Context: an optimization exercise on an open-source flow, tuned for small area, a short achievable clock period and few clock cycles. The choices shown serve that exercise and are no tape-out recipe.
Where RTL was checked, it was by simulation tests only, not by an equivalence proof against the original.
The RTL of run 3 was laid out without a check of its function.

==> design/flow/config.mk <==
export PLATFORM = sky130hd
export DESIGN_NAME = sha256_block
export DESIGN_NICKNAME = sha256_block
export VERILOG_FILES = /design/flow/design.v
export SDC_FILE = /design/flow/constraint.sdc
export NUM_CORES = 4
export LEC_CHECK = 0
export ABC_AREA = 1
export ABC_CLOCK_PERIOD_IN_PS = 3500
export CAP_MARGIN = 20
export CORE_MARGIN = 2
export CORE_UTILIZATION = 40
export PLACE_DENSITY = 0.6
export SLEW_MARGIN = 20
==> design/flow/constraint.sdc <==
create_clock -name core_clock -period 11.0 [get_ports {clk}]
set_input_delay 2.2000 -clock core_clock [delete_from_list [all_inputs] [get_ports {clk}]]
set_output_delay 2.2000 -clock core_clock [all_outputs]
set_load 0.01 [all_outputs]
==> design/flow/design.v <==
module sha256_block (
    input  wire         clk,
    input  wire         rst_n,
    input  wire         in_valid,
    output wire         in_ready,
    input  wire         in_first,    
    input  wire [511:0] in_block,    
    output reg          out_valid,
    output wire [255:0] out_digest   
);
    localparam [31:0] IV_A = 32'h6a09e667, IV_B = 32'hbb67ae85,
                      IV_C = 32'h3c6ef372, IV_D = 32'ha54ff53a,
                      IV_E = 32'h510e527f, IV_F = 32'h9b05688c,
                      IV_G = 32'h1f83d9ab, IV_H = 32'h5be0cd19;
    localparam [31:0] K_0 = 32'h428a2f98;
    function [31:0] kconst;
        input [5:0] i;
        begin
            case (i)
                6'd0:  kconst = 32'h428a2f98; 6'd1:  kconst = 32'h71374491;
                6'd2:  kconst = 32'hb5c0fbcf; 6'd3:  kconst = 32'he9b5dba5;
                6'd4:  kconst = 32'h3956c25b; 6'd5:  kconst = 32'h59f111f1;
                6'd6:  kconst = 32'h923f82a4; 6'd7:  kconst = 32'hab1c5ed5;
                6'd8:  kconst = 32'hd807aa98; 6'd9:  kconst = 32'h12835b01;
                6'd10: kconst = 32'h243185be; 6'd11: kconst = 32'h550c7dc3;
                6'd12: kconst = 32'h72be5d74; 6'd13: kconst = 32'h80deb1fe;
                6'd14: kconst = 32'h9bdc06a7; 6'd15: kconst = 32'hc19bf174;
                6'd16: kconst = 32'he49b69c1; 6'd17: kconst = 32'hefbe4786;
                6'd18: kconst = 32'h0fc19dc6; 6'd19: kconst = 32'h240ca1cc;
                6'd20: kconst = 32'h2de92c6f; 6'd21: kconst = 32'h4a7484aa;
                6'd22: kconst = 32'h5cb0a9dc; 6'd23: kconst = 32'h76f988da;
                6'd24: kconst = 32'h983e5152; 6'd25: kconst = 32'ha831c66d;
                6'd26: kconst = 32'hb00327c8; 6'd27: kconst = 32'hbf597fc7;
                6'd28: kconst = 32'hc6e00bf3; 6'd29: kconst = 32'hd5a79147;
                6'd30: kconst = 32'h06ca6351; 6'd31: kconst = 32'h14292967;
                6'd32: kconst = 32'h27b70a85; 6'd33: kconst = 32'h2e1b2138;
                6'd34: kconst = 32'h4d2c6dfc; 6'd35: kconst = 32'h53380d13;
                6'd36: kconst = 32'h650a7354; 6'd37: kconst = 32'h766a0abb;
                6'd38: kconst = 32'h81c2c92e; 6'd39: kconst = 32'h92722c85;
                6'd40: kconst = 32'ha2bfe8a1; 6'd41: kconst = 32'ha81a664b;
                6'd42: kconst = 32'hc24b8b70; 6'd43: kconst = 32'hc76c51a3;
                6'd44: kconst = 32'hd192e819; 6'd45: kconst = 32'hd6990624;
                6'd46: kconst = 32'hf40e3585; 6'd47: kconst = 32'h106aa070;
                6'd48: kconst = 32'h19a4c116; 6'd49: kconst = 32'h1e376c08;
                6'd50: kconst = 32'h2748774c; 6'd51: kconst = 32'h34b0bcb5;
                6'd52: kconst = 32'h391c0cb3; 6'd53: kconst = 32'h4ed8aa4a;
                6'd54: kconst = 32'h5b9cca4f; 6'd55: kconst = 32'h682e6ff3;
                6'd56: kconst = 32'h748f82ee; 6'd57: kconst = 32'h78a5636f;
                6'd58: kconst = 32'h84c87814; 6'd59: kconst = 32'h8cc70208;
                6'd60: kconst = 32'h90befffa; 6'd61: kconst = 32'ha4506ceb;
                6'd62: kconst = 32'hbef9a3f7; default: kconst = 32'hc67178f2;
            endcase
        end
    endfunction
    function [63:0] csa;
        input [31:0] x, y, z;
        begin
            csa = {x ^ y ^ z, ((x & y) | (x & z) | (y & z)) << 1};
        end
    endfunction
    reg  [6:0]  t;           
    reg         ready;       
    reg         fin;         
    reg         rot;         
    reg         add_en;      
    reg         ld_iv;       
    assign in_ready = ready;
    reg [31:0] a, b, c, d, e, f, g, hh;
    reg [31:0] w [0:15];           
    reg [31:0] ps, pc;             
    reg [31:0] qa0, qa1, qa2, qa3;  
    reg [31:0] qe0, qe1, qe2, qe3;  
    assign out_digest = {qa0, qa3, qa2, qa1, qe0, qe3, qe2, qe1};
    wire [31:0] sum_a  = qa0 + (add_en ? a : 32'd0);
    wire [31:0] sum_e  = qe0 + (add_en ? e : 32'd0);
    wire [31:0] st_a = in_first ? IV_A : sum_a;
    wire [31:0] st_b = in_first ? IV_B : qa3;
    wire [31:0] st_c = in_first ? IV_C : qa2;
    wire [31:0] st_d = in_first ? IV_D : qa1;
    wire [31:0] st_e = in_first ? IV_E : sum_e;
    wire [31:0] st_f = in_first ? IV_F : qe3;
    wire [31:0] st_g = in_first ? IV_G : qe2;
    wire [31:0] st_h = in_first ? IV_H : qe1;
    wire [31:0] s1  = {e[5:0], e[31:6]} ^ {e[10:0], e[31:11]} ^ {e[24:0], e[31:25]};
    wire [31:0] ch  = (e & f) ^ (~e & g);
    wire [31:0] s0  = {a[1:0], a[31:2]} ^ {a[12:0], a[31:13]} ^ {a[21:0], a[31:22]};
    wire [31:0] maj = (a & b) | (a & c) | (b & c);
    wire [63:0] ca1 = csa(ps, pc, ch);
    wire [63:0] ca2 = csa(s1, s0, maj);
    wire [63:0] ca3 = csa(ca1[63:32], ca1[31:0], ca2[63:32]);
    wire [63:0] ca4 = csa(ca3[63:32], ca3[31:0], ca2[31:0]);
    wire [31:0] a_new = ca4[63:32] + ca4[31:0];
    wire [63:0] ce1 = csa(ps, pc, d);
    wire [63:0] ce2 = csa(ce1[63:32], ce1[31:0], ch);
    wire [63:0] ce3 = csa(ce2[63:32], ce2[31:0], s1);
    wire [31:0] e_new = ce3[63:32] + ce3[31:0];
    wire [31:0] ws0 = {w[1][6:0], w[1][31:7]} ^ {w[1][17:0], w[1][31:18]} ^ (w[1] >> 3);
    wire [31:0] ws1 = {w[14][16:0], w[14][31:17]} ^ {w[14][18:0], w[14][31:19]} ^ (w[14] >> 10);
    wire [63:0] cw1 = csa(ws1, w[9], ws0);
    wire [63:0] cw2 = csa(cw1[63:32], cw1[31:0], w[0]);
    wire [31:0] w_new = cw2[63:32] + cw2[31:0];
    wire [63:0] p_ld  = csa(st_h, K_0, in_block[511:480]);
    wire [63:0] p_run = csa(g, kconst(t[5:0] + 6'd1), w[1]);
    integer i;
    always @(posedge clk) begin
        if (!rst_n) begin
            ready     <= 1'b1;
            fin       <= 1'b0;
            rot       <= 1'b0;
            add_en    <= 1'b0;
            ld_iv     <= 1'b0;
            out_valid <= 1'b0;
        end else begin
            out_valid <= fin;
            if (ready) begin
                ready  <= !in_valid;
                fin    <= 1'b0;
                rot    <= 1'b0;
                add_en <= 1'b0;
                ld_iv  <= in_valid && in_first;
            end else begin
                ready  <= (t == 7'd63);
                fin    <= (t == 7'd63);
                rot    <= (t >= 7'd59) && (t <= 7'd62);
                add_en <= (t >= 7'd60);
                ld_iv  <= 1'b0;
            end
        end
    end
    always @(posedge clk) begin
        if (ready) t <= 7'd0;
        else       t <= t + 7'd1;
    end
    always @(posedge clk) begin
        if (ready) begin
            {a, b, c, d, e, f, g, hh} <= {st_a, st_b, st_c, st_d, st_e, st_f, st_g, st_h};
            for (i = 0; i < 16; i = i + 1)
                w[i] <= in_block[511 - 32*i -: 32];
            {ps, pc} <= p_ld;
        end else begin
            hh <= g;
            g  <= f;
            f  <= e;
            e  <= e_new;
            d  <= c;
            c  <= b;
            b  <= a;
            a  <= a_new;
            for (i = 0; i < 15; i = i + 1)
                w[i] <= w[i + 1];
            w[15] <= w_new;
            {ps, pc} <= p_run;
        end
    end
    always @(posedge clk) begin
        if (ld_iv) begin
            {qa0, qa1, qa2, qa3} <= {IV_A, IV_D, IV_C, IV_B};
            {qe0, qe1, qe2, qe3} <= {IV_E, IV_H, IV_G, IV_F};
        end else if (rot) begin
            {qa0, qa1, qa2, qa3} <= {qa1, qa2, qa3, sum_a};
            {qe0, qe1, qe2, qe3} <= {qe1, qe2, qe3, sum_e};
        end else if (fin) begin
            qa0 <= sum_a;
            qe0 <= sum_e;
        end
    end
endmodule
==> design/flow/flow/run.sh <==
#!/bin/bash
# The standard layout (the standard.sh: standard synthesis, floorplan,
# placement, CTS, routing), with two changes to how it is made:
#  * the port buffers are sky130_fd_sc_hd__buf_1 rather than the default
#    clkdlybuf4s50_1 (every port still gets its own buffer);
#  * repair_timing aims for 7 ns of setup slack at the fixed 11 ns clock, so
#    the critical paths are sized for a shorter achieved period.
# make's full output goes to flow_make.log here; each ORFS step keeps its own
# log under orfs/logs/.
set -euo pipefail
bash standard.sh SETUP_SLACK_MARGIN=7 \
    "BUFFER_PORTS_ARGS=-buffer_cell sky130_fd_sc_hd__buf_1" finish > flow_make.log 2>&1
==> design/flow/standard.sh <==
#!/bin/bash
# synth_recipe.tcl (not shown) runs the flow's synth.tcl, then flattens the netlist and writes it again
# the make line also repeats each setting of config.mk as NAME=value (left out here)
make -C /OpenROAD-flow-scripts/flow DESIGN_CONFIG=/design/flow/config.mk WORK_HOME=/design/flow/orfs CLKGATE_MAP_FILE= SYNTH_SCRIPT=/design/flow/synth_recipe.tcl "${@:-finish}"
==> flow_summary_export.csv, run 1 <==
group,metric,value,unit
synth,synthFlopType,"dfxtp_1",
clock_network,clock_buffers_created_by_tritoncts,119,
critical_path,critical_path_required,11650,ps
global_routing,grt_pass1_vias,54904,
critical_path,crit_type,"flop to flop",
route,detailedRoute.firstPassIterationCount,8,
synth,number_of_flops_mapped_to_enable_cells_by_yosys,0,
route,postRouteWirelength,303000,um
global_routing,grt_max_degree,211,
synth,cells_after_synth,8486,
floorplan,core_area,150000,um^2
global_routing,grt_pass1_wl,408000,um
final_layout,largest_register,"w",
critical_path,timing.reg2reg.worst_path_depth,17,
sta,timing_max_transition_violations_final,0,
synth,post_synth.cell_area_avg,7.14,um^2
clock_network,ctsRootBufferMaster,"clkbuf_16",
final_layout,count_of_nets_after_finishing,10206,
critical_path,crit_family,"adder cells",
hold_path,hold_path_depth,2,
critical_path,setup_slack_of_the_most_critical_reg_to_reg_path,6810,ps
route,route.antenna.remaining_nets,0,
route,drt-vias-per-instance,5.36,
floorplan,start_util,40.4,%
synth,post_synthesis_net_count,9519,
critical_path,timing.critical_path.fanout_max,5,
clock_network,cts_htree_levels,3,
sta,fin_worst_skew,84.0,ps
placement,placement.io_buffers,773,
sta,period_share,38.1,%
critical_path,crit_arrival,4840,ps
sta,hold_slack,400,ps
final_layout,fillers,15150,
sta,fin_crit,4190,ps
clock_network,cts.clk_slew.worst_paths,70,ps
hold_path,min_path_type,"flop to flop",
critical_path,critical_path.cell_chain,"xnor2_4 -> xor2_2 -> buf_6 -> fa_1 -> fa_1 -> inv_2 -> fa_1 -> ha_4 -> clkinvlp_4 -> o21bai_4 -> buf_4 -> a21oi_4 -> nor2_1 -> o21bai_1 -> nand4_1 -> nand3_4 -> nand2_1",
route,drt_iter0_drc,7497,
job,max-cap-violations,0,
status,run_status,"complete, no violations",
placement,final_hpwl_from_detailed_placement,243000,um
critical_path,setup.worst_path.end_class,"flop",
final_layout,largest_reg_flops,512,
sta,clock.fmax,239,MHz
placement,gp_congestion,1.07,
sta,finalHoldViolations,0,
critical_path,critPathLaunchType,"flop",
floorplan,die_height,393,um
route,num_vias,60645,
synth,netlist_area,60600,um^2
synth,synth_seq_cells,1068,
sta,timing.slew.headroom,27.2,%
clock_network,tritoncts_num_sinks,1068,
global_routing,antenna_violations_before_repair,30,
critical_path,r2r_start,"e[19]",
clock_network,insertion_delay,790,ps
synth,ys_types,54,
route,wl_per_cell,26.8,um
sta,grt_setup_unrepaired,"true",
critical_path,crit_path_max_incr_delay,550,ps
critical_path,crit-reg2reg-capture,"a[26]",
final_layout,area.growth.synth_to_final,21.7,%
critical_path,path_buf_inv,4,
floorplan,horizontal_die_dimension,393,um
global_routing,grt.overflow.total,0,
clock_network,tritoncts,"done",
floorplan,fp-row-count,142,
sta,tightestPinTransition,1090,ps
synth,async_flop_share,0,%
hold_path,holdCritStartpoint,"w[7][3]",
floorplan,boundaryPins,774,
critical_path,crit_path_frequent_cell,"fa_1",
route,drc,0,
hold_path,hold_path_end,"w[6][3]",
clock_network,post_cts_hold_buffer_count,0,
global_routing,grt_use_total,37.5,%
synth,synthesis.yosys.warnings,2,
critical_path,worst_path_max_delay_cell,"fa_1",
clock_network,clock_tree_buf_depth,3,
sta,setup_tns,0,ps
final_layout,drive_gt1_share,10.6,%
synth,post_synthesis_sequential_area_ratio,35.3,%
floorplan,die-area,155000,um^2
sta,setup_viol_count_final,0,
## cell type report
type                    instances  area (um^2)  area share (%)
repair buffers                932         4280            5.81
clock buffers                 168         3420            4.64
well taps                    2016         2520            3.42
inverters                    1194         4520            6.13
flip-flops and latches       1068        21700            29.4
diodes                         29         72.6          0.0984
clock inverters                53          707           0.958
multi-input cells            5858        36600            49.6
## Yosys cell counts (31+ instances only)
cell type / instances / area share (%)
nand2_1: 2970 / 18
inv_1: 1186 / 7.3
dfxtp_1: 1068 / 35
o21ai_0: 464 / 3.8
nor2_1: 429 / 2.7
a21oi_1: 394 / 3.3
nand3_1: 389 / 3.2
fa_1: 308 / 10
clkbuf_1: 263 / 1.6
ha_1: 209 / 4.3
xor2_1: 170 / 2.5
xnor2_1: 117 / 1.7
buf_2: 69 / 0.57
nand4_1: 48 / 0.50
o211ai_1: 46 / 0.57
nor3_1: 31 / 0.26
## placed cells by master (no fill, tap or decap), types with 32 or more instances in the layout
cell | synthesis | routed
nand3_1 | 389 | 351
nand3_2 | 0 | 32
dfxtp_4 | 0 | 63
dfxtp_1 | 1068 | 956
dfxtp_2 | 0 | 49
o21ai_1 | 30 | 73
clkbuf_16 | 0 | 120
buf_1 | 15 | 772
nand4_1 | 48 | 48
buf_4 | 11 | 131
xnor2_1 | 117 | 73
xor2_2 | 1 | 51
ha_1 | 209 | 162
o211ai_1 | 46 | 46
fa_1 | 308 | 297
xor2_1 | 170 | 89
a21oi_2 | 1 | 34
nand2_2 | 6 | 59
inv_1 | 1186 | 1162
nor2_1 | 429 | 388
nand2_1 | 2970 | 2891
o21ai_0 | 464 | 382
a21oi_1 | 394 | 347
## how the worst max path moves through the flow
| stage | start | endpoint | slack, ps | cells after the start |
|---|---|---|---|---|
| finish | e[19] | a[26] | 6810 | 17 |
| global route | e[13] | a[31] | 6720 | 20 |
| CTS | e[13] | a[26] | 6820 | 17 |
| detailed placement | a[1] | a[24] | 5830 | 20 |
| global placement | a[1] | a[24] | 5820 | 20 |
| floorplan | a[24] | a[14] | 7020 | 19 |
## tightest hold or removal path, cell delays in order, from the launching register on
cell     delay, ps
dfxtp_1        300
nand2_1         50
nand2_1         40
## what timing repair did
action	in CTS	in global routing
pin swaps	40	202
setup buffers	47	72
cloned	0	0
resized for setup	400	496
setup endpoints to repair	113	157
## per-stage QoR
| step | cell area [um^2] | util (%) | instances | setup slack, ps |
|---|---|---|---|---|
| floorplan | 60600 | - | 8486 | 7020 |
| global placement | 64900 | 43.2 | 10949 | 5820 |
| detailed placement | 64900 | 43.2 | 10949 | 5830 |
| CTS | 71000 | 47.3 | 11217 | 6820 |
| global route | 73700 | 49.1 | 11302 | 6720 |
| finish | 73800 | 49.1 | 11318 | 6810 |
## per-layer routing
| metal | part of all wire, % | GRT usage, % | vias to the layer above |
|---|---|---|---|
| met5 | 0.095 | 0.670 | - |
| met3 | 12 | 10.1 | 471 |
| met4 | 3.8 | 12.6 | 22 |
| li1 | - | - | 27609 |
| met2 | 40 | 51.6 | 3352 |
| met1 | 44 | 55.6 | 29191 |
## kinds of logic (layout without fill, tap and decap cells)
| family | count (synthesis) | after routing | share of synthesized area (%) |
|---|---|---|---|
| XOR/XNOR | 288 | 288 | 4.17 |
| AO/OA/AOI/OAI | 1086 | 1086 | 9.81 |
| flip-flops | 1068 | 1068 | 35.3 |
| adder cells (fa/ha/maj) | 517 | 517 | 14.5 |
| multiplexers | 26 | 26 | 0.429 |
| other | 0 | 29 | 0 |
| AND/OR/NAND/NOR | 3941 | 3941 | 25.8 |
| buffers and inverters | 1560 | 2347 | 9.97 |
Testbench counts, summed over its fixed seeds: cycles 208,016.
==> run 2, diff against run 1 <==
==> design/flow/run.sh (new file) <==
#!/bin/bash
# synth_recipe.tcl (not shown) runs the flow's synth.tcl, then flattens the netlist and writes it again
# the make line also repeats each setting of config.mk as NAME=value (left out here)
make -C /OpenROAD-flow-scripts/flow DESIGN_CONFIG=/design/flow/config.mk WORK_HOME=/design/flow/orfs CLKGATE_MAP_FILE= SYNTH_SCRIPT=/design/flow/synth_recipe.tcl finish
--- a/design/flow/config.mk
+++ b/design/flow/config.mk
@@ -5,7 +5,6 @@
 export SDC_FILE = /design/flow/constraint.sdc
 export NUM_CORES = 4
 export LEC_CHECK = 0
-export ABC_AREA = 1
 export ABC_CLOCK_PERIOD_IN_PS = 3500
 export CAP_MARGIN = 20
 export CORE_MARGIN = 2
removed: design/flow/flow/run.sh
removed: design/flow/standard.sh
==> run 2 against run 1 <==
  * Critical path depth up 1
  * Final cell count down 22%
  * Fmax down 29%
==> flow_summary_export.csv, run 2 <==
group,metric,value,unit
route,drt_iter0_drc,5466,
final_layout,drive_gt1_share,11.1,%
sta,tightestPinTransition,1170,ps
placement,final_hpwl_from_detailed_placement,204000,um
critical_path,r2r_start,"e[13]",
sta,finalHoldViolations,0,
final_layout,layout.cells.most_common_list,"dfxtp_1, clkdlybuf4s50_1, inv_1",
synth,synth_seq_cells,1068,
critical_path,setup_slack_of_the_most_critical_reg_to_reg_path,5090,ps
floorplan,start_util,40.2,%
floorplan,boundaryPins,774,
global_routing,grt_pass1_wl,350000,um
final_layout,largest_reg_flops,512,
job,max-cap-violations,0,
sta,fin_crit,5910,ps
global_routing,grt.overflow.total,0,
synth,cell_with_the_most_instances_after_synthesis,"dfxtp_1",
floorplan,die-area,149000,um^2
critical_path,critPathLaunchType,"flop",
clock_network,tritoncts_num_sinks,1068,
status,run_status,"complete, no violations",
hold_path,min_path_type,"flop to flop",
critical_path,crit_type,"flop to flop",
sta,clock.fmax,169,MHz
synth,synthesis.yosys.warnings,2,
critical_path,critical_path_required,11620,ps
synth,synthTopCellsByCount,"dfxtp_1, inv_1, nor2_1",
global_routing,grt_use_total,33.1,%
clock_network,ctsRootBufferMaster,"clkbuf_16",
synth,post_synthesis_sequential_area_ratio,36.6,%
clock_network,clock_buffers_created_by_tritoncts,118,
synth,netlist_area,58400,um^2
route,num_vias,48796,
route,wl_per_cell,28.9,um
critical_path,setup.worst_path.end_class,"flop",
clock_network,cts.clk_slew.worst_paths,70,ps
global_routing,grt_pass1_vias,46514,
synth,post_synth.cell_area_avg,9.41,um^2
synth,synth_simple_gate_area_share,11.1,%
sta,period_share,53.7,%
sta,grt_setup_unrepaired,"false",
sta,setup_tns,0,ps
clock_network,cts_repair_resize_count,0,
clock_network,post_cts_hold_buffer_count,0,
sta,timing.slew.headroom,21.5,%
route,postRouteWirelength,255000,um
floorplan,horizontal_die_dimension,386,um
synth,async_flop_share,0,%
final_layout,final_cell_area,72000,um^2
route,drc,0,
clock_network,clock_tree_buf_depth,3,
synth,synth.mux.area_fraction,12.0,%
floorplan,core_area,145000,um^2
global_routing,grt_max_degree,200,
final_layout,final_common_cell,"dfxtp_1",
synth,synthFlopType,"dfxtp_1",
synth,cells_after_synth,6208,
clock_network,tritoncts,"done",
final_layout,largest_register,"w",
synth,post_synthesis_share_of_cell_area_spent_on_full_adders_half_adders_and_majority_gates,15.1,%
synth,ys_types,100,
final_layout,count_of_nets_after_finishing,7827,
synth,synth_area_leader_cell,"dfxtp_1",
sta,timing_max_transition_violations_final,0,
route,route.antenna.remaining_nets,0,
route,drt-vias-per-instance,5.53,
sta,setup_viol_count_final,0,
synth,post_synthesis_net_count,7241,
sta,fin_worst_skew,78.5,ps
critical_path,worst_setup_path_endpoint,"a[26]",
critical_path,crit-reg2reg-capture,"a[26]",
critical_path,crit_path_start,"e[13]",
clock_network,cts_htree_levels,3,
critical_path,crit_arrival,6530,ps
global_routing,antenna_violations_before_repair,34,
synth,synth.top_cell.area_share,36.6,%
synth,ys_top_cells_by_area,"dfxtp_1, fa_1, mux2_2, xnor2_1, ha_1",
route,detailedRoute.firstPassIterationCount,9,
final_layout,area.growth.synth_to_final,23.1,%
synth,synthesized_area_fraction_occupied_by_ao_oa_aoi_and_oai_cells,13.3,%
synth,post_synth_xor_area_fraction,5.89,%
placement,gp_congestion,1.03,
floorplan,die_height,386,um
placement,placement.io_buffers,773,
synth,synth_top_family_by_area,"adder cells",
floorplan,fp-row-count,140,
clock_network,post_cts_buffers,0,
synth,number_of_flops_mapped_to_enable_cells_by_yosys,0,
clock_network,insertion_delay,780,ps
critical_path,timing.reg2reg.worst_path_depth,18,
placement,detailed_place.area,67800,um^2
critical_path,timing.critical_path.fanout_max,7,
[run 2: worst max-delay path, stage by stage, from the launching register on]
cell      delay (ps)
dfxtp_1          490
xnor2_1          130
xnor2_1          700
inv_1            140
fa_1             490
fa_1             550
inv_1             50
fa_1             440
ha_1             270
fa_1             470
a21o_1           190
a21oi_1          240
o21ai_0          200
a21oi_1          440
o21bai_1         210
a41oi_1          270
nor2b_1          200
xor2_1           170
o21ai_0           80
[run 2: layout make-up]
cell class              instances  area (um^2)
repair buffers                829         8200
inverters                     562         2110
fillers                     13627        73400
clock buffers                 170         3430
diodes                         17         42.5
well taps                    1917         2400
clock inverters                46          706
multi-input cells            4215        33700
flip-flops and latches       1068        21400
[run 2: through the flow]
stage	hold slack, ps	instances	utilization (%)	worst slack, ps
floorplan	430	6208	-	6210
global placement	435	8591	46.6	5200
finish	419	8824	49.5	5090
global route	451	8816	49.5	4880
detailed placement	441	8591	46.6	5180
CTS	416	8807	49.4	5230
[run 2: how the worst min path moves through the flow]
stage | startpoint | end | slack, ps | cells after the start
2_1_floorplan | f[31] | g[31] | 430 | 2
3_3_place_gp | f[6] | g[6] | 430 | 2
3_5_place_dp | w[6][28] | w[5][28] | 440 | 1
4_1_cts | f[10] | g[10] | 420 | 2
5_1_grt | f[10] | g[10] | 450 | 2
6_report | f[10] | g[10] | 420 | 2
[run 2: kinds of logic (layout without fill, tap and decap cells)]
| family | Yosys count | count (layout) |
|---|---|---|
| compound gates | 1226 | 1226 |
| xor+xnor | 393 | 393 |
| fa+ha+maj | 521 | 521 |
| buf+inv | 925 | 1607 |
| flops | 1068 | 1068 |
| mux | 647 | 647 |
| other cells | 0 | 17 |
| simple gates | 1428 | 1428 |
[run 2: layer usage]
layer  part of all wire [%]  GRT usage, %  vias to the layer above
li1                       -             -                    22082
met1                     44          46.6                    24009
met2                     43          49.6                     2355
met3                    9.3          7.27                      344
met4                    3.6          11.6                        6
met5                  0.018             0                        -
==> run 3, diff against run 2 <==
--- a/design/flow/design.v
+++ b/design/flow/design.v
@@ -58,12 +58,12 @@
             csa = {x ^ y ^ z, ((x & y) | (x & z) | (y & z)) << 1};
         end
     endfunction
+    reg         busy;        
     reg  [6:0]  t;           
-    reg         ready;       
-    reg         fin;         
-    reg         rot;         
-    reg         add_en;      
-    reg         ld_iv;       
+    reg         first_q;     
+    wire        fin   = busy && (t == 7'd64);
+    wire        ready = !busy || fin;
+    wire        round = busy && !t[6];
     assign in_ready = ready;
     reg [31:0] a, b, c, d, e, f, g, hh;
     reg [31:0] w [0:15];           
@@ -71,6 +71,7 @@
     reg [31:0] qa0, qa1, qa2, qa3;  
     reg [31:0] qe0, qe1, qe2, qe3;  
     assign out_digest = {qa0, qa3, qa2, qa1, qe0, qe3, qe2, qe1};
+    wire        add_en = busy && (t >= 7'd61);
     wire [31:0] sum_a  = qa0 + (add_en ? a : 32'd0);
     wire [31:0] sum_e  = qe0 + (add_en ? e : 32'd0);
     wire [31:0] st_a = in_first ? IV_A : sum_a;
@@ -104,32 +105,18 @@
     integer i;
     always @(posedge clk) begin
         if (!rst_n) begin
-            ready     <= 1'b1;
-            fin       <= 1'b0;
-            rot       <= 1'b0;
-            add_en    <= 1'b0;
-            ld_iv     <= 1'b0;
+            busy      <= 1'b0;
             out_valid <= 1'b0;
         end else begin
             out_valid <= fin;
             if (ready) begin
-                ready  <= !in_valid;
-                fin    <= 1'b0;
-                rot    <= 1'b0;
-                add_en <= 1'b0;
-                ld_iv  <= in_valid && in_first;
+                busy    <= in_valid;
+                t       <= 7'd0;
+                first_q <= in_first;
             end else begin
-                ready  <= (t == 7'd63);
-                fin    <= (t == 7'd63);
-                rot    <= (t >= 7'd59) && (t <= 7'd62);
-                add_en <= (t >= 7'd60);
-                ld_iv  <= 1'b0;
+                t <= t + 7'd1;
             end
         end
-    end
-    always @(posedge clk) begin
-        if (ready) t <= 7'd0;
-        else       t <= t + 7'd1;
     end
     always @(posedge clk) begin
         if (ready) begin
@@ -153,10 +140,10 @@
         end
     end
     always @(posedge clk) begin
-        if (ld_iv) begin
+        if (busy && t == 7'd0 && first_q) begin
             {qa0, qa1, qa2, qa3} <= {IV_A, IV_D, IV_C, IV_B};
             {qe0, qe1, qe2, qe3} <= {IV_E, IV_H, IV_G, IV_F};
-        end else if (rot) begin
+        end else if (busy && t >= 7'd60 && t <= 7'd63) begin
             {qa0, qa1, qa2, qa3} <= {qa1, qa2, qa3, sum_a};
             {qe0, qe1, qe2, qe3} <= {qe1, qe2, qe3, sum_e};
         end else if (fin) begin
==> run 3 against run 2 <==
  * Clock skew grew 33 ps
  * Utilization shrank 0.47 points
  * Fmax shrank 11%
  * Sequential cell count shrank 3
  * Area after synthesis is essentially flat
  * Non-clock buffer count grew 2
  * Critical path type is now flop to output pin
  * Critical endpoint is now in_ready
  * Highest routed layer unchanged
==> flow_summary_export.csv, run 3 <==
group,metric,value,unit
sta,period_share,60.6,%
clock_network,tritoncts,"done",
floorplan,horizontal_die_dimension,386,um
clock_network,clock_tree_buf_depth,3,
global_routing,grt_max_degree,211,
final_layout,layout.cells.most_common_list,"nand2_1, dfxtp_1, clkdlybuf4s50_1",
floorplan,boundaryPins,774,
final_layout,area.growth.synth_to_final,22.0,%
synth,cell_with_the_most_instances_after_synthesis,"nand2_1",
critical_path,critPathLaunchType,"flop",
sta,fin_crit,6670,ps
clock_network,cts_htree_levels,3,
placement,placement.io_buffers,773,
sta,finalHoldViolations,0,
critical_path,r2r_start,"t[0]",
route,drt_iter0_drc,5499,
route,num_vias,53997,
critical_path,crit_type,"flop to output pin",
clock_network,cts_repair_resize_count,0,
sta,grt_setup_unrepaired,"false",
synth,synthTopCellsByCount,"nand2_1, dfxtp_1, o21ai_0",
synth,synthFlopType,"dfxtp_1",
clock_network,post_cts_buffers,0,
critical_path,crit-reg2reg-capture,"w[2][2]",
synth,ys_top_cells_by_area,"dfxtp_1, nand2_1, fa_1, ha_1, o21ai_0",
route,postRouteWirelength,267000,um
global_routing,grt.overflow.total,0,
critical_path,timing.reg2reg.worst_path_depth,14,
clock_network,ctsRootBufferMaster,"clkbuf_16",
clock_network,cts.clk_slew.worst_paths,60,ps
hold_path,min_path_type,"flop to flop",
hold_path,holdCritStartpoint,"w[4][6]",
final_layout,fillers,14235,
route,detailedRoute.firstPassIterationCount,8,
critical_path,setup_slack_of_the_most_critical_reg_to_reg_path,5170,ps
synth,synth_area_leader_cell,"dfxtp_1",
sta,timing_max_transition_violations_final,0,
clock_network,tritoncts_num_sinks,1065,
sta,fin_worst_skew,111,ps
synth,number_of_flops_mapped_to_enable_cells_by_yosys,8,
sta,setup_tns,0,ps
synth,netlist_area,58400,um^2
hold_path,hold_path_depth,2,
sta,clock.fmax,150,MHz
synth,synth_seq_cells,1065,
critical_path,crit_arrival,4470,ps
clock_network,insertion_delay,800,ps
route,drc,0,
synth,async_flop_share,0,%
floorplan,die-area,149000,um^2
synth,post_synthesis_net_count,8317,
global_routing,grt_pass1_wl,371000,um
global_routing,grt_pass1_vias,51411,
floorplan,die_height,386,um
floorplan,start_util,40.2,%
final_layout,drive_gt1_share,4.09,%
placement,gp_congestion,1.00,
global_routing,grt_use_total,34.6,%
floorplan,core_area,145000,um^2
critical_path,critical_path_required,8800,ps
final_layout,final_common_cell,"nand2_1",
final_layout,multi_input_comb_area,33400,um^2
hold_path,hold_path_end,"w[3][6]",
synth,ys_types,97,
sta,setup_viol_count_final,0,
sta,timing.slew.headroom,19.6,%
job,max-cap-violations,0,
synth,post_synth.cell_area_avg,8.02,um^2
final_layout,count_of_nets_after_finishing,8803,
critical_path,timing.critical_path.fanout_max,107,
placement,final_hpwl_from_detailed_placement,209000,um
critical_path,setup.worst_path.end_class,"output pin",
final_layout,largest_register,"w",
synth,post_synthesis_sequential_area_ratio,36.6,%
route,route.antenna.remaining_nets,0,
route,drt-vias-per-instance,5.51,
final_layout,largest_reg_flops,512,
floorplan,fp-row-count,140,
route,wl_per_cell,27.3,um
synth,cells_after_synth,7286,
final_layout,area.sequential,21400,um^2
clock_network,post_cts_hold_buffer_count,0,
status,run_status,"complete, no violations",
sta,tightestPinTransition,1210,ps
sta,hold_slack,366,ps
global_routing,antenna_violations_before_repair,39,
synth,synthesis.yosys.warnings,2,
clock_network,clock_buffers_created_by_tritoncts,115,
synth,synth.top_cell.area_share,36.2,%
run 3: cell types whose count changed after synthesis, moves of 43 or more:
| cell | change |
|---|---|
| nand2_1 | +1899 |
| mux2_2 | -440 |
| nor2_1 | -352 |
| mux2i_1 | -170 |
| o21ai_0 | +116 |
| inv_1 | -88 |
| buf_2 | +82 |
| nand3_1 | +70 |
| nand3b_1 | -70 |
| buf_4 | +43 |
run 3: metrics by stage:
stage / worst slack [ps] / std cells / utilization, % / instance area (um^2)
after global placement: 5160 / 9572 / 46.2 / 67200
final: 4330 / 9803 / 49.0 / 71300
after CTS: 4310 / 9786 / 49.0 / 71200
after global routing: 4040 / 9799 / 49.0 / 71300
after floorplan: 6200 / 7286 / - / 58400
after detailed placement: 5080 / 9572 / 46.2 / 67200
run 3: critical path, stage by stage (launching register included):
cell	delay, ps
edfxtp_1	350
buf_4	270
clkinv_1	240
ha_1	180
buf_4	280
inv_1	160
nor4b_2	560
nand2_1	110
and2_4	360
inv_8	540
clkdlybuf4s50_1	670
run 3: cells by family (layout without fill, tap and decap cells):
logic type	count (synthesis)	count (layout)	synth area share, %
muxes	38	38	0.698
adders and majority gates	516	516	15.0
DFF	1065	1065	36.6
other	0	17	0
xor gates and xnor gates	382	382	5.74
buffers and inverters	937	1520	6.50
and+or+nand+nor	2952	2952	20.5
AOI/OAI and AO/OA	1396	1396	14.9
run 3: worst max path at each step:
stage	cells past startpoint	end	from	slack (ps)
after global placement	10	in_ready	t[0]	5160
after detailed placement	10	in_ready	t[0]	5080
after floorplan	18	a[30]	e[13]	6200
final	10	in_ready	t[0]	4330
after global routing	10	in_ready	t[0]	4040
after CTS	10	in_ready	t[0]	4310
run 3: layout make-up:
cell class / count / share of cell area, %
antenna: 17 / 0.0597
clock buffer: 162 / 4.65
clock inverter: 52 / 1.03
inverter: 475 / 2.51
multi-input combinational: 5284 / 46.8
sequential: 1065 / 30.0
tap: 1917 / 3.37
timing repair buffer: 831 / 11.5
run 3: metal layers:
metal | up-vias | GRT usage (%) | share of wire, %
met2 | 2555 | 55.9 | 46
met5 | - | 0 | 0.055
li1 | 24680 | - | -
met4 | 22 | 13.2 | 3.9
met1 | 26272 | 44.5 | 40
met3 | 468 | 8.47 | 9.6
==> run 4, diff against run 3 <==
--- a/design/flow/design.v
+++ b/design/flow/design.v
@@ -58,30 +58,38 @@
             csa = {x ^ y ^ z, ((x & y) | (x & z) | (y & z)) << 1};
         end
     endfunction
-    reg         busy;        
     reg  [6:0]  t;           
+    reg         idle;        
+    reg         ready;       
+    reg         add_en;      
+    reg         ld_iv;       
     reg         first_q;     
-    wire        fin   = busy && (t == 7'd64);
-    wire        ready = !busy || fin;
-    wire        round = busy && !t[6];
     assign in_ready = ready;
     reg [31:0] a, b, c, d, e, f, g, hh;
     reg [31:0] w [0:15];           
     reg [31:0] ps, pc;             
-    reg [31:0] qa0, qa1, qa2, qa3;  
-    reg [31:0] qe0, qe1, qe2, qe3;  
-    assign out_digest = {qa0, qa3, qa2, qa1, qe0, qe3, qe2, qe1};
-    wire        add_en = busy && (t >= 7'd61);
-    wire [31:0] sum_a  = qa0 + (add_en ? a : 32'd0);
-    wire [31:0] sum_e  = qe0 + (add_en ? e : 32'd0);
+    reg [31:0] qa [0:4];
+    reg [31:0] qe [0:4];
+    assign out_digest = {qa[4], qa[3], qa[2], qa[1], qe[4], qe[3], qe[2], qe[1]};
+    wire [31:0] sum_a = qa[0] + (add_en ? a : 32'd0);
+    wire [31:0] sum_e = qe[0] + (add_en ? e : 32'd0);
+    reg  [31:0] iv_a, iv_e;
+    always @* begin
+        case (t[1:0])
+            2'd1:    begin iv_a = IV_D; iv_e = IV_H; end
+            2'd2:    begin iv_a = IV_C; iv_e = IV_G; end
+            2'd3:    begin iv_a = IV_B; iv_e = IV_F; end
+            default: begin iv_a = IV_A; iv_e = IV_E; end
+        endcase
+    end
     wire [31:0] st_a = in_first ? IV_A : sum_a;
-    wire [31:0] st_b = in_first ? IV_B : qa3;
-    wire [31:0] st_c = in_first ? IV_C : qa2;
-    wire [31:0] st_d = in_first ? IV_D : qa1;
+    wire [31:0] st_b = in_first ? IV_B : qa[4];
+    wire [31:0] st_c = in_first ? IV_C : qa[3];
+    wire [31:0] st_d = in_first ? IV_D : qa[2];
     wire [31:0] st_e = in_first ? IV_E : sum_e;
-    wire [31:0] st_f = in_first ? IV_F : qe3;
-    wire [31:0] st_g = in_first ? IV_G : qe2;
-    wire [31:0] st_h = in_first ? IV_H : qe1;
+    wire [31:0] st_f = in_first ? IV_F : qe[4];
+    wire [31:0] st_g = in_first ? IV_G : qe[3];
+    wire [31:0] st_h = in_first ? IV_H : qe[2];
     wire [31:0] s1  = {e[5:0], e[31:6]} ^ {e[10:0], e[31:11]} ^ {e[24:0], e[31:25]};
     wire [31:0] ch  = (e & f) ^ (~e & g);
     wire [31:0] s0  = {a[1:0], a[31:2]} ^ {a[12:0], a[31:13]} ^ {a[21:0], a[31:22]};
@@ -105,16 +113,26 @@
     integer i;
     always @(posedge clk) begin
         if (!rst_n) begin
-            busy      <= 1'b0;
+            t         <= 7'd64;
+            idle      <= 1'b1;
+            ready     <= 1'b1;
+            add_en    <= 1'b0;
+            ld_iv     <= 1'b0;
             out_valid <= 1'b0;
         end else begin
-            out_valid <= fin;
+            out_valid <= ready && !idle;
             if (ready) begin
-                busy    <= in_valid;
-                t       <= 7'd0;
+                t       <= in_valid ? 7'd0 : 7'd60;
+                idle    <= !in_valid;
+                ready   <= 1'b0;
+                add_en  <= 1'b0;
+                ld_iv   <= 1'b0;
                 first_q <= in_first;
             end else begin
-                t <= t + 7'd1;
+                t       <= t + 7'd1;
+                ready   <= (t == 7'd63);
+                add_en  <= !idle && (t >= 7'd60);
+                ld_iv   <= !idle && first_q && (t <= 7'd3);
             end
         end
     end
@@ -140,15 +158,11 @@
         end
     end
     always @(posedge clk) begin
-        if (busy && t == 7'd0 && first_q) begin
-            {qa0, qa1, qa2, qa3} <= {IV_A, IV_D, IV_C, IV_B};
-            {qe0, qe1, qe2, qe3} <= {IV_E, IV_H, IV_G, IV_F};
-        end else if (busy && t >= 7'd60 && t <= 7'd63) begin
-            {qa0, qa1, qa2, qa3} <= {qa1, qa2, qa3, sum_a};
-            {qe0, qe1, qe2, qe3} <= {qe1, qe2, qe3, sum_e};
-        end else if (fin) begin
-            qa0 <= sum_a;
-            qe0 <= sum_e;
+        for (i = 0; i < 4; i = i + 1) begin
+            qa[i] <= qa[i + 1];
+            qe[i] <= qe[i + 1];
         end
+        qa[4] <= ld_iv ? iv_a : sum_a;
+        qe[4] <= ld_iv ? iv_e : sum_e;
     end
 endmodule
==> design/flow/flow/run.sh (new file) <==
#!/bin/bash
# The standard layout (the standard.sh: standard synthesis, floorplan,
# placement, CTS, routing), with two changes to how it is made:
#  * the port buffers are sky130_fd_sc_hd__buf_1 rather than the default
#    clkdlybuf4s50_1 (every port still gets its own buffer);
#  * repair_timing aims for 7 ns of setup slack at the fixed 11 ns clock, so
#    the critical paths are sized for a shorter achieved period.
# make's full output goes to flow_make.log here; each ORFS step keeps its own
# log under orfs/logs/.
set -euo pipefail
bash standard.sh SETUP_SLACK_MARGIN=7 \
    "BUFFER_PORTS_ARGS=-buffer_cell sky130_fd_sc_hd__buf_1" finish > flow_make.log 2>&1
==> design/flow/standard.sh (new file) <==
#!/bin/bash
# synth_recipe.tcl (not shown) runs the flow's synth.tcl, then flattens the netlist and writes it again
# the make line also repeats each setting of config.mk as NAME=value (left out here)
make -C /OpenROAD-flow-scripts/flow DESIGN_CONFIG=/design/flow/config.mk WORK_HOME=/design/flow/orfs CLKGATE_MAP_FILE= SYNTH_SCRIPT=/design/flow/synth_recipe.tcl "${@:-finish}"
--- a/design/flow/config.mk
+++ b/design/flow/config.mk
@@ -5,6 +5,7 @@
 export SDC_FILE = /design/flow/constraint.sdc
 export NUM_CORES = 4
 export LEC_CHECK = 0
+export ABC_AREA = 1
 export ABC_CLOCK_PERIOD_IN_PS = 3500
 export CAP_MARGIN = 20
 export CORE_MARGIN = 2
removed: design/flow/run.sh
==> run 4 against run 3 <==
  * Synthesized cell count is 6.2% higher
  * Worst setup slack improved by 2600 ps
  * Clock skew fell by 23 ps
  * Critical path depth increased by 7
  * Via count is essentially flat
  * Clock-buffer cell count shrank 2
  * First-iteration DRC count fell by 0.11%
  * Critical endpoint is now a[31]
==> flow_summary_export.csv, run 4 <==
group,metric,value,unit
status,run_status,"complete, no violations",
final_layout,fillers,14588,
synth,ys_types,53,
route,route.antenna.remaining_nets,0,
critical_path,crit_type,"flop to flop",
critical_path,setup_slack_of_the_most_critical_reg_to_reg_path,6910,ps
floorplan,fp-row-count,140,
route,wl_per_cell,26.0,um
route,detailedRoute.firstPassIterationCount,7,
final_layout,area.growth.synth_to_final,21.3,%
clock_network,tritoncts_num_sinks,1132,
route,drt-vias-per-instance,5.14,
critical_path,setup.worst_path.end_class,"flop",
clock_network,clock_buffers_created_by_tritoncts,119,
final_layout,drive_gt1_share,9.98,%
critical_path,crit_arrival,4770,ps
sta,final_setup_margin,6910,ps
synth,cell_with_the_most_instances_after_synthesis,"nand2_1",
critical_path,timing.critical_path.fanout_max,6,
sta,timing_max_transition_violations_final,0,
clock_network,insertion_delay,800,ps
clock_network,clock_tree_buf_depth,3,
placement,final_hpwl_from_detailed_placement,223000,um
global_routing,grt_pass1_vias,51233,
final_layout,layout.cells.most_common_list,"nand2_1, inv_1, dfxtp_1",
clock_network,ctsRootBufferMaster,"clkbuf_16",
final_layout,reg.largest.list,"w x512, qa x160, qe x160",
final_layout,count_of_nets_after_finishing,9517,
floorplan,start_util,40.2,%
job,max-cap-violations,0,
clock_network,tritoncts,"done",
floorplan,boundaryPins,774,
final_layout,largest_reg_flops,512,
synth,cells_after_synth,7735,
hold_path,hold_path_depth,0,
critical_path,timing.reg2reg.worst_path_depth,17,
final_layout,largest_register,"w",
global_routing,grt.overflow.total,0,
sta,tightestPinTransition,1180,ps
clock_network,cts.clk_slew.worst_paths,60,ps
sta,clock.fmax,244,MHz
critical_path,critPathLaunchType,"flop",
floorplan,die_height,386,um
route,drc,0,
synth,synth.top_cell.area_share,38.8,%
global_routing,grt_pass1_wl,372000,um
synth,synth_seq_cells,1132,
sta,setup_tns,0,ps
placement,gp_congestion,1.04,
hold_path,holdCritStartpoint,"qa[1][29]",
synth,post_synthesis_sequential_area_ratio,38.9,%
synth,synth_area_leader_cell,"dfxtp_1",
placement,placement.io_buffers,773,
sta,fin_worst_skew,87.7,ps
clock_network,cts_htree_levels,3,
placement,dpl_worst_slack,6040,ps
synth,synthTopCellsByCount,"nand2_1, dfxtp_1, inv_1",
route,num_vias,54007,
floorplan,horizontal_die_dimension,386,um
sta,fin_crit,4090,ps
global_routing,antenna_violations_before_repair,32,
route,drt_iter0_drc,5493,
synth,number_of_flops_mapped_to_enable_cells_by_yosys,1,
floorplan,die-area,149000,um^2
synth,synthFlopType,"dfxtp_1",
synth,async_flop_share,0,%
global_routing,grt_max_degree,177,
route,postRouteWirelength,273000,um
final_layout,final_common_cell,"nand2_1",
synth,post_synthesis_net_count,8770,
floorplan,core_area,145000,um^2
clock_network,post_cts_hold_buffer_count,0,
critical_path,r2r_start,"e[8]",
sta,period_share,37.2,%
synth,post_synth.cell_area_avg,7.54,um^2
hold_path,min_path_type,"flop to flop",
sta,grt_setup_unrepaired,"true",
synth,netlist_area,58300,um^2
critical_path,critical_path_required,11680,ps
global_routing,grt_use_total,35.4,%
synth,ys_top_cells_by_area,"dfxtp_1, nand2_1, fa_1, inv_1, ha_1",
sta,timing.slew.headroom,20.9,%
critical_path,crit-reg2reg-capture,"a[31]",
hold_path,hold_path_end,"qa[0][29]",
sta,finalHoldViolations,0,
synth,synthesis.yosys.warnings,4,
sta,setup_viol_count_final,0,
run 4: cell types whose count changed after synthesis, sizes merged, moves of 45 or more:
cell    before   now
nor2       184   372
xnor2      267   122
a21o        96     3
and2        73     3
o21a        60     4
nand3      139   313
clkbuf     306   148
inv        473  1123
a211oi      45     0
xor2       115   165
nand2     2350  2699
a21oi      330   277
dfxtp     1057  1131
run 4: through the flow:
stage,instances,hold slack [ps],util (%),cell area (um^2)
global placement,10178,332,43.1,62600
finish,10516,339,48.7,70700
detailed placement,10178,335,43.1,62600
floorplan,7735,382,-,58300
CTS,10457,339,47.4,68900
global route,10511,344,48.7,70700
run 4: metal layers:
metal,wire [um],vias up,track usage [%]
met5,197,-,0
met4,13100,28,14.8
met3,23600,504,7.57
met2,124000,2402,55.9
met1,112000,25900,46.8
li1,-,25173,-
run 4: worst max path at each step:
stage / from / end / slack (ps) / cells past startpoint
2_1_floorplan: e[13] / a[22] / 7040 / 19
3_3_place_gp: in_first / a[5] / 6080 / 7
3_5_place_dp: in_first / d[24] / 6040 / 7
4_1_cts: e[13] / a[22] / 6930 / 19
5_1_grt: a[20] / a[31] / 6800 / 16
6_report: e[8] / a[31] / 6910 / 17
run 4: final cells by class:
type                    count  area, um^2  area share, %
flip-flops and latches   1132       23000           32.5
clock inverters            65        1070           1.52
well taps                1917        2400           3.39
multi-input cells        5193       32600           46.1
diodes                     13        32.5         0.0460
clock buffers             160        3370           4.77
repair buffers            913        4060           5.74
inverters                1123        4240           5.99
run 4: critical path: stages, from the launching register on:
cell	delay, ps
dfxtp_2	450
xor2_1	280
xor2_1	260
buf_4	160
fa_1	440
fa_1	540
inv_1	50
fa_1	450
ha_2	430
inv_1	120
nor3_2	230
nand2_1	110
nor2_1	130
nand2_1	70
nand3_1	70
nand2_1	60
nand3_1	80
nand2_1	70
run 4: cells by family after synthesis:
group,after synthesis,synth area share (%)
XOR/XNOR,287,4.31
AND/OR/NAND/NOR,3522,24.0
multiplexers,26,0.446
adder cells (fa/ha/maj),519,15.1
flip-flops,1132,38.9
buffers and inverters,1410,9.51
AO/OA/AOI/OAI,839,7.74
run 4: timing repair:
| item | in CTS | in global routing |
|---|---|---|
| gates resized for setup | 356 | 328 |
| pin swaps | 31 | 76 |
| setup endpoints to repair | 171 | 90 |
| buffers inserted | 54 | 46 |
Testbench counts of run 4, summed over its fixed seeds: cycles 208,016.
==> run 5, diff against run 4 <==
--- a/design/flow/config.mk
+++ b/design/flow/config.mk
@@ -10,5 +10,7 @@
 export CAP_MARGIN = 20
 export CORE_MARGIN = 2
 export CORE_UTILIZATION = 40
+export CTS_CLUSTER_DIAMETER = 100
+export CTS_CLUSTER_SIZE = 25
 export PLACE_DENSITY = 0.6
 export SLEW_MARGIN = 20
==> run 5 against run 4 <==
  * Worst hold slack better by 6.4 ps
  * Fmax up 1.5%
  * Highest routed layer unchanged
  * Final area shrank 3.0%
  * Critical path depth up 2
  * Synthesized cell count did not move
  * Non-clock buffer count rose by 20
==> flow_summary_export.csv, run 5 <==
group,metric,value,unit
route,num_vias,53336,
hold_path,min_path_type,"flop to flop",
synth,ys_top_cells_by_area,"dfxtp_1, nand2_1, fa_1, inv_1, ha_1",
global_routing,grt_max_degree,177,
sta,fin_worst_skew,35.9,ps
route,drt_iter0_drc,5306,
critical_path,timing.critical_path.fanout_max,4,
floorplan,die-area,149000,um^2
sta,tightestPinTransition,1230,ps
final_layout,area.sequential,23000,um^2
synth,cells_after_synth,7735,
synth,post_synthesis_sequential_area_ratio,38.9,%
critical_path,critPathLaunchType,"flop",
route,route.antenna.remaining_nets,0,
synth,post_synthesis_net_count,8770,
sta,fin_crit,4030,ps
floorplan,start_util,40.2,%
sta,setup_tns,0,ps
clock_network,insertion_delay,750,ps
critical_path,crit_arrival,4710,ps
clock_network,post_cts_hold_buffer_count,0,
final_layout,layout.cells.most_common_list,"nand2_1, inv_1, dfxtp_1",
synth,synthFlopType,"dfxtp_1",
global_routing,antenna_violations_before_repair,36,
critical_path,setup.worst_path.end_class,"flop",
global_routing,grt.overflow.total,0,
final_layout,multi_input_comb_area,32900,um^2
final_layout,final_common_cell,"nand2_1",
synth,cell_with_the_most_instances_after_synthesis,"nand2_1",
route,postRouteWirelength,271000,um
final_layout,fillers,14810,
floorplan,die_height,386,um
route,drc,0,
sta,timing.slew.headroom,17.2,%
sta,finalHoldViolations,0,
global_routing,grt_pass1_wl,370000,um
critical_path,critical_path_required,11680,ps
synth,async_flop_share,0,%
synth,synth.top_cell.area_share,38.8,%
global_routing,grt_pass1_vias,50379,
sta,hold_slack,345,ps
synth,number_of_flops_mapped_to_enable_cells_by_yosys,1,
floorplan,core_area,145000,um^2
sta,timing_max_transition_violations_final,0,
clock_network,clock_buffers_created_by_tritoncts,57,
synth,synth_area_leader_cell,"dfxtp_1",
final_layout,count_of_nets_after_finishing,9475,
sta,grt_setup_unrepaired,"true",
placement,placement.io_buffers,773,
final_layout,reg.largest.list,"w x512, qa x160, qe x160",
sta,period_share,36.6,%
floorplan,fp-row-count,140,
global_routing,grt_use_total,35.1,%
sta,clock.fmax,248,MHz
critical_path,setup_slack_of_the_most_critical_reg_to_reg_path,6970,ps
placement,gp_congestion,1.04,
synth,post_synth.cell_area_avg,7.54,um^2
clock_network,cts_htree_levels,2,
final_layout,largest_reg_flops,512,
floorplan,horizontal_die_dimension,386,um
critical_path,crit_type,"flop to flop",
final_layout,largest_register,"w",
floorplan,boundaryPins,774,
clock_network,ctsRootBufferMaster,"clkbuf_16",
clock_network,tritoncts_num_sinks,1132,
clock_network,cts.clk_slew.worst_paths,100,ps
clock_network,tritoncts,"done",
synth,synthTopCellsByCount,"nand2_1, dfxtp_1, inv_1",
synth,netlist_area,58300,um^2
synth,ys_types,53,
clock_network,clock_tree_buf_depth,3,
route,wl_per_cell,26.1,um
route,detailedRoute.firstPassIterationCount,6,
status,run_status,"complete, no violations",
placement,final_hpwl_from_detailed_placement,223000,um
synth,synth_seq_cells,1132,
final_layout,drive_gt1_share,9.45,%
final_layout,area.growth.synth_to_final,17.7,%
route,drt-vias-per-instance,5.13,
job,max-cap-violations,0,
synth,synthesis.yosys.warnings,4,
sta,setup_viol_count_final,0,
==> run 5: cell types whose count changed in the layout (fill, tap and decap cells not counted), sizes merged <==
cell | previous run | this run
clkbuf | 162 | 61
buf | 911 | 932
bufinv | 22 | 1
clkinv | 29 | 9
inv | 1131 | 1127
clkinvlp | 6 | 4
==> run 5: critical path: stages, from the launching register on <==
cell,delay [ps]
dfxtp_4,460
xor2_4,230
xor2_4,230
fa_1,470
fa_1,540
inv_2,40
fa_1,510
ha_4,190
fa_2,410
inv_2,80
o21ai_4,70
nand2_1,80
nand2_2,110
nand2_1,100
nand2_2,80
nand2_2,100
nand2_1,50
nand2_1,60
nand3_2,70
nand2_1,90
==> run 5: cell families (layout without fill, tap and decap cells) <==
family | count (synthesis) | count (layout) | synth area share (%)
simple gates | 3522 | 3522 | 24.0
fa+ha+maj | 519 | 519 | 15.1
other cells | 0 | 13 | 0
buf+inv | 1410 | 2134 | 9.51
flops | 1132 | 1132 | 38.9
compound gates | 839 | 839 | 7.74
mux | 26 | 26 | 0.446
xor+xnor | 287 | 287 | 4.31
==> run 5: timing repair <==
action                     CTS  global route
resized for setup          374           378
buffers inserted            63            57
pin swaps                   41           117
setup endpoints to repair  173            89
==> run 5: area by class of cell <==
| type | count | share of cell area [%] |
|---|---|---|
| Clock buffer | 60 | 2.11 |
| Multi-Input combinational cell | 5193 | 48.0 |
| Timing Repair Buffer | 933 | 6.21 |
| Tap cell | 1917 | 3.50 |
| Clock inverter | 18 | 0.467 |
| Sequential cell | 1132 | 33.5 |
| Antenna cell | 13 | 0.0474 |
| Inverter | 1123 | 6.19 |
==> run 5: final timing paths <==
check | cells past startpoint | startpoint | end
setup / recovery | 19 | e[27] | a[22]
hold reg to reg | 0 | qe[1][8] | qe[0][8]
hold / removal | 0 | qe[1][8] | qe[0][8]
setup reg to reg | 19 | e[27] | a[22]
==> run 5: routing by layer <==
metal / routed length [um] / global-route usage [%] / vias up
met5: 441 / 0 / -
met4: 13100 / 13.9 / 40
met3: 23600 / 7.31 / 451
met2: 123000 / 55.7 / 2206
met1: 111000 / 46.6 / 25649
li1: - / - / 24990
==> run 5: through the flow <==
step	area [um^2]	instances	utilization [%]	worst slack [ps]
after global placement	62600	10178	43.1	6080
after floorplan	58300	7735	-	7040
after detailed placement	62600	10178	43.1	6040
after CTS	66400	10319	45.7	6950
after global routing	68600	10382	47.2	6860
final	68600	10389	47.2	6970
==> run 6, diff against run 5 <==
--- a/design/flow/design.v
+++ b/design/flow/design.v
@@ -67,7 +67,7 @@
     assign in_ready = ready;
     reg [31:0] a, b, c, d, e, f, g, hh;
     reg [31:0] w [0:15];           
-    reg [31:0] ps, pc;             
+    reg [31:0] hk;                 
     reg [31:0] qa [0:4];
     reg [31:0] qe [0:4];
     assign out_digest = {qa[4], qa[3], qa[2], qa[1], qe[4], qe[3], qe[2], qe[1]};
@@ -94,12 +94,12 @@
     wire [31:0] ch  = (e & f) ^ (~e & g);
     wire [31:0] s0  = {a[1:0], a[31:2]} ^ {a[12:0], a[31:13]} ^ {a[21:0], a[31:22]};
     wire [31:0] maj = (a & b) | (a & c) | (b & c);
-    wire [63:0] ca1 = csa(ps, pc, ch);
+    wire [63:0] ca1 = csa(hk, w[0], ch);
     wire [63:0] ca2 = csa(s1, s0, maj);
     wire [63:0] ca3 = csa(ca1[63:32], ca1[31:0], ca2[63:32]);
     wire [63:0] ca4 = csa(ca3[63:32], ca3[31:0], ca2[31:0]);
     wire [31:0] a_new = ca4[63:32] + ca4[31:0];
-    wire [63:0] ce1 = csa(ps, pc, d);
+    wire [63:0] ce1 = csa(hk, w[0], d);
     wire [63:0] ce2 = csa(ce1[63:32], ce1[31:0], ch);
     wire [63:0] ce3 = csa(ce2[63:32], ce2[31:0], s1);
     wire [31:0] e_new = ce3[63:32] + ce3[31:0];
@@ -108,8 +108,8 @@
     wire [63:0] cw1 = csa(ws1, w[9], ws0);
     wire [63:0] cw2 = csa(cw1[63:32], cw1[31:0], w[0]);
     wire [31:0] w_new = cw2[63:32] + cw2[31:0];
-    wire [63:0] p_ld  = csa(st_h, K_0, in_block[511:480]);
-    wire [63:0] p_run = csa(g, kconst(t[5:0] + 6'd1), w[1]);
+    wire [31:0] hk_sum = (ready ? qe[2] : g) + kconst(ready ? 6'd0 : t[5:0] + 6'd1);
+    wire [31:0] hk_ld  = in_first ? IV_H + K_0 : hk_sum;
     integer i;
     always @(posedge clk) begin
         if (!rst_n) begin
@@ -141,7 +141,7 @@
             {a, b, c, d, e, f, g, hh} <= {st_a, st_b, st_c, st_d, st_e, st_f, st_g, st_h};
             for (i = 0; i < 16; i = i + 1)
                 w[i] <= in_block[511 - 32*i -: 32];
-            {ps, pc} <= p_ld;
+            hk <= hk_ld;
         end else begin
             hh <= g;
             g  <= f;
@@ -154,7 +154,7 @@
             for (i = 0; i < 15; i = i + 1)
                 w[i] <= w[i + 1];
             w[15] <= w_new;
-            {ps, pc} <= p_run;
+            hk <= hk_sum;
         end
     end
     always @(posedge clk) begin
==> run 6 against run 5 <==
  * Wire length is 3.7% lower
  * Fmax is 3.8% lower
  * Sequential cell count is 31 lower
  * Clock skew is 6.9 ps higher
  * First-iteration DRC count is 8.4% higher
  * Non-clock buffer count is 91 higher
  * Worst hold slack better by 2.3 ps
  * Still clean on timing, DRC and antenna
  * Via count is 2.5% higher
==> flow_summary_export.csv, run 6 <==
group,metric,value,unit
critical_path,crit_arrival,4750,ps
synth,cells_after_synth,7641,
sta,clock.fmax,239,MHz
synth,ys_types,61,
critical_path,timing.critical_path.fanout_max,5,
floorplan,start_util,40.4,%
placement,placement.io_buffers,773,
global_routing,grt_pass1_vias,51985,
floorplan,horizontal_die_dimension,382,um
critical_path,crit_type,"flop to flop",
clock_network,ctsRootBufferMaster,"clkbuf_16",
route,drc,0,
floorplan,die-area,146000,um^2
critical_path,critical_path.cell_chain,"xnor2_2 -> xor2_2 -> fa_1 -> fa_1 -> inv_1 -> fa_1 -> ha_4 -> a21oi_1 -> nand2_2 -> nand2_2 -> nand2_4 -> nand2_1 -> nand2_2 -> nand2_1 -> nand4_1 -> nand3_2 -> nand3_1",
route,dr.max_layer_used,"met5",
synth,post_synthesis_net_count,8649,
synth,synthesis.yosys.warnings,4,
route,route.antenna.remaining_nets,0,
clock_network,cts_htree_levels,2,
status,run_status,"complete, no violations",
route,wirelength_met1,113000,um
sta,hold_slack,348,ps
clock_network,clock_buffers_created_by_tritoncts,54,
route,num_vias,54645,
global_routing,grt.overflow.total,0,
floorplan,die_height,382,um
synth,cell_with_the_most_instances_after_synthesis,"nand2_1",
critical_path,critical_path_required,11560,ps
hold_path,hold_path_depth,0,
global_routing,grt_use_total,34.2,%
route,wl_per_cell,25.2,um
clock_network,post_cts_hold_buffer_count,0,
placement,final_hpwl_from_detailed_placement,212000,um
floorplan,fp-row-count,138,
hold_path,min_path_type,"flop to flop",
global_routing,antenna_violations_before_repair,18,
sta,final_setup_margin,6810,ps
placement,detailed_place.area,61600,um^2
job,max-cap-violations,0,
synth,synth.top_cell.area_share,38.5,%
route,postRouteWirelength,261000,um
placement,numPlacedInstances,10067,
final_layout,drive_gt1_share,13.3,%
floorplan,core_area,142000,um^2
synth,number_of_flops_mapped_to_enable_cells_by_yosys,1,
sta,grt_setup_unrepaired,"true",
route,drt-vias-per-instance,5.26,
synth,post_synthesis_sequential_area_ratio,38.5,%
final_layout,largest_reg_flops,512,
global_routing,grt_max_degree,215,
synth,netlist_area,57200,um^2
sta,tightestPinTransition,1260,ps
sta,fin_worst_skew,42.8,ps
synth,synthTopCellsByCount,"nand2_1, dfxtp_1, inv_1",
final_layout,largest_register,"w",
clock_network,cts.clk_slew.worst_paths,120,ps
sta,setup_viol_count_final,0,
synth,post_synth.cell_area_avg,7.49,um^2
clock_network,tritoncts,"done",
final_layout,instances_no_fill,10379,
route,detailedRoute.firstPassIterationCount,7,
placement,gp_congestion,1.03,
synth,ys_top_cells_by_area,"dfxtp_1, nand2_1, fa_1, inv_1, ha_1",
sta,timing.slew.headroom,15.4,%
critical_path,setup.worst_path.end_class,"flop",
synth,synthFlopType,"dfxtp_1",
critical_path,timing.reg2reg.worst_path_depth,17,
final_layout,area.growth.synth_to_final,21.6,%
route,drt_iter0_drc,5752,
final_layout,count_of_nets_after_finishing,9468,
synth,synth_seq_cells,1101,
route,met2RoutedLength,116000,um
clock_network,tritoncts_num_sinks,1101,
floorplan,boundaryPins,774,
clock_network,insertion_delay,720,ps
route,met3WireLength,20600,um
sta,period_share,38.1,%
final_layout,reg.largest.list,"w x512, qa x160, qe x160",
placement,dpl_worst_slack,5730,ps
critical_path,critPathLaunchType,"flop",
synth,synth_area_leader_cell,"dfxtp_1",
final_layout,layout.cells.most_common_list,"nand2_1, dfxtp_1, inv_1",
final_layout,final_cell_area,69600,um^2
critical_path,crit_path_max_incr_delay,550,ps
sta,setup_tns,0,ps
final_layout,final_common_cell,"nand2_1",
global_routing,grt_pass1_wl,364000,um
sta,finalHoldViolations,0,
sta,fin_crit,4190,ps
critical_path,worst_path_max_delay_cell,"fa_1",
synth,async_flop_share,0,%
sta,timing_max_transition_violations_final,0,
clock_network,clock_tree_buf_depth,3,
[run 6: cell types whose count changed after synthesis, moves of 44 or more]
| cell | before | now |
|---|---|---|
| a21oi_1 | 275 | 329 |
| inv_1 | 1113 | 963 |
| nor2_1 | 369 | 439 |
| buf_2 | 102 | 50 |
| clkbuf_1 | 148 | 192 |
| nand2_1 | 2694 | 2616 |
[run 6: final cells by class]
type,instances,area (um^2)
multi-input cells,5296,34400
well taps,1890,2360
repair inverters,3,28.8
repair buffers,1024,5030
clock inverters,12,166
flip-flops and latches,1101,22400
fillers,14247,72200
diodes,14,35.0
inverters,980,3800
clock buffers,59,1400
[run 6: through the flow]
| stage | util [%] |
|---|---|
| 4_1_cts | 47.0 |
| 3_5_place_dp | 43.5 |
| 2_1_floorplan | - |
| 5_1_grt | 49.1 |
| 6_report | 49.1 |
| 3_3_place_gp | 43.5 |
[run 6: routing by layer]
metal	vias up	GRT usage, %
met5	-	0
met4	8	13.3
met3	480	5.46
met2	2384	53.0
met1	26524	47.5
li1	25249	-
[run 6: critical path: cells and delay by family, from the launching register on]
| family | cells | cell delay, ps |
|---|---|---|
| DFF | 1 | 420 |
| and+or+nand+nor | 9 | 1030 |
| adders and majority gates | 4 | 1780 |
| xor gates and xnor gates | 2 | 570 |
| AOI/OAI and AO/OA | 1 | 170 |
| buffers and inverters | 1 | 50 |
[run 6: path summary, 6_finish.rpt]
check             startpoint        end  slack (ps)
hold reg to reg    qe[1][21]  qe[0][21]         350
setup reg to reg       a[26]      a[27]        6810
setup / recovery       a[26]      a[27]        6810
hold / removal     qe[1][21]  qe[0][21]         350
[run 6: logic make-up after synthesis]
kind of cell	after synthesis	synth area share, %
XOR/XNOR	289	4.42
AO/OA/AOI/OAI	945	9.10
buffers and inverters	1250	8.48
adder cells (fa/ha/maj)	493	14.4
flip-flops	1101	38.5
AND/OR/NAND/NOR	3563	25.0
[run 6: timing repair]
item                       4_1_cts  5_1_grt
setup buffers                  102      116
cloned                           4        5
pin swaps                      101      176
setup endpoints to repair      190      143
gates resized for setup        598      494
Testbench counts of run 6, summed over its fixed seeds: cycles 208,016.

[re-timing with driven ports]
The flow's constraints put no driver on any port. The routed layouts listed below were extracted and timed again, unchanged, in two steps. Step 1 assumes that a clkbuf_16 drives the clock port and a buf_2 every other input. Step 2 moves the port delays by t, midway between the first and last clock arrival at a register: inputs arrive t later, outputs are due t later. That takes back most of the time a late clock gives input paths. Slacks: ideal ports / drivers / drivers and shift; pairs: ideal ports / drivers.
run	t (ns)	setup slack, ns	worst setup path after step 2	latest minus earliest clock arrival (ns)	pins driven straight from the clock port
run 1	0.830	6.814 / 6.814 / 6.256	input to register	0.085 / 0.085	1
run 2	0.833	5.090 / 5.090 / 5.090	register to register	0.078 / 0.079	1
run 3	0.844	4.334 / 4.234 / 5.077	register to output	0.111 / 0.111	1
run 4	0.829	6.908 / 6.908 / 6.208	input to register	0.087 / 0.087	1
run 5	0.801	6.969 / 6.969 / 6.229	input to register	0.041 / 0.041	1
run 6	0.772	6.809 / 6.809 / 6.371	input to register	0.045 / 0.045	1
After both steps setup and hold are still met in every run listed. For run 5, which loses most, drivers alone change the setup slack by 0.000 ns; drivers and shift together by -0.740 ns.
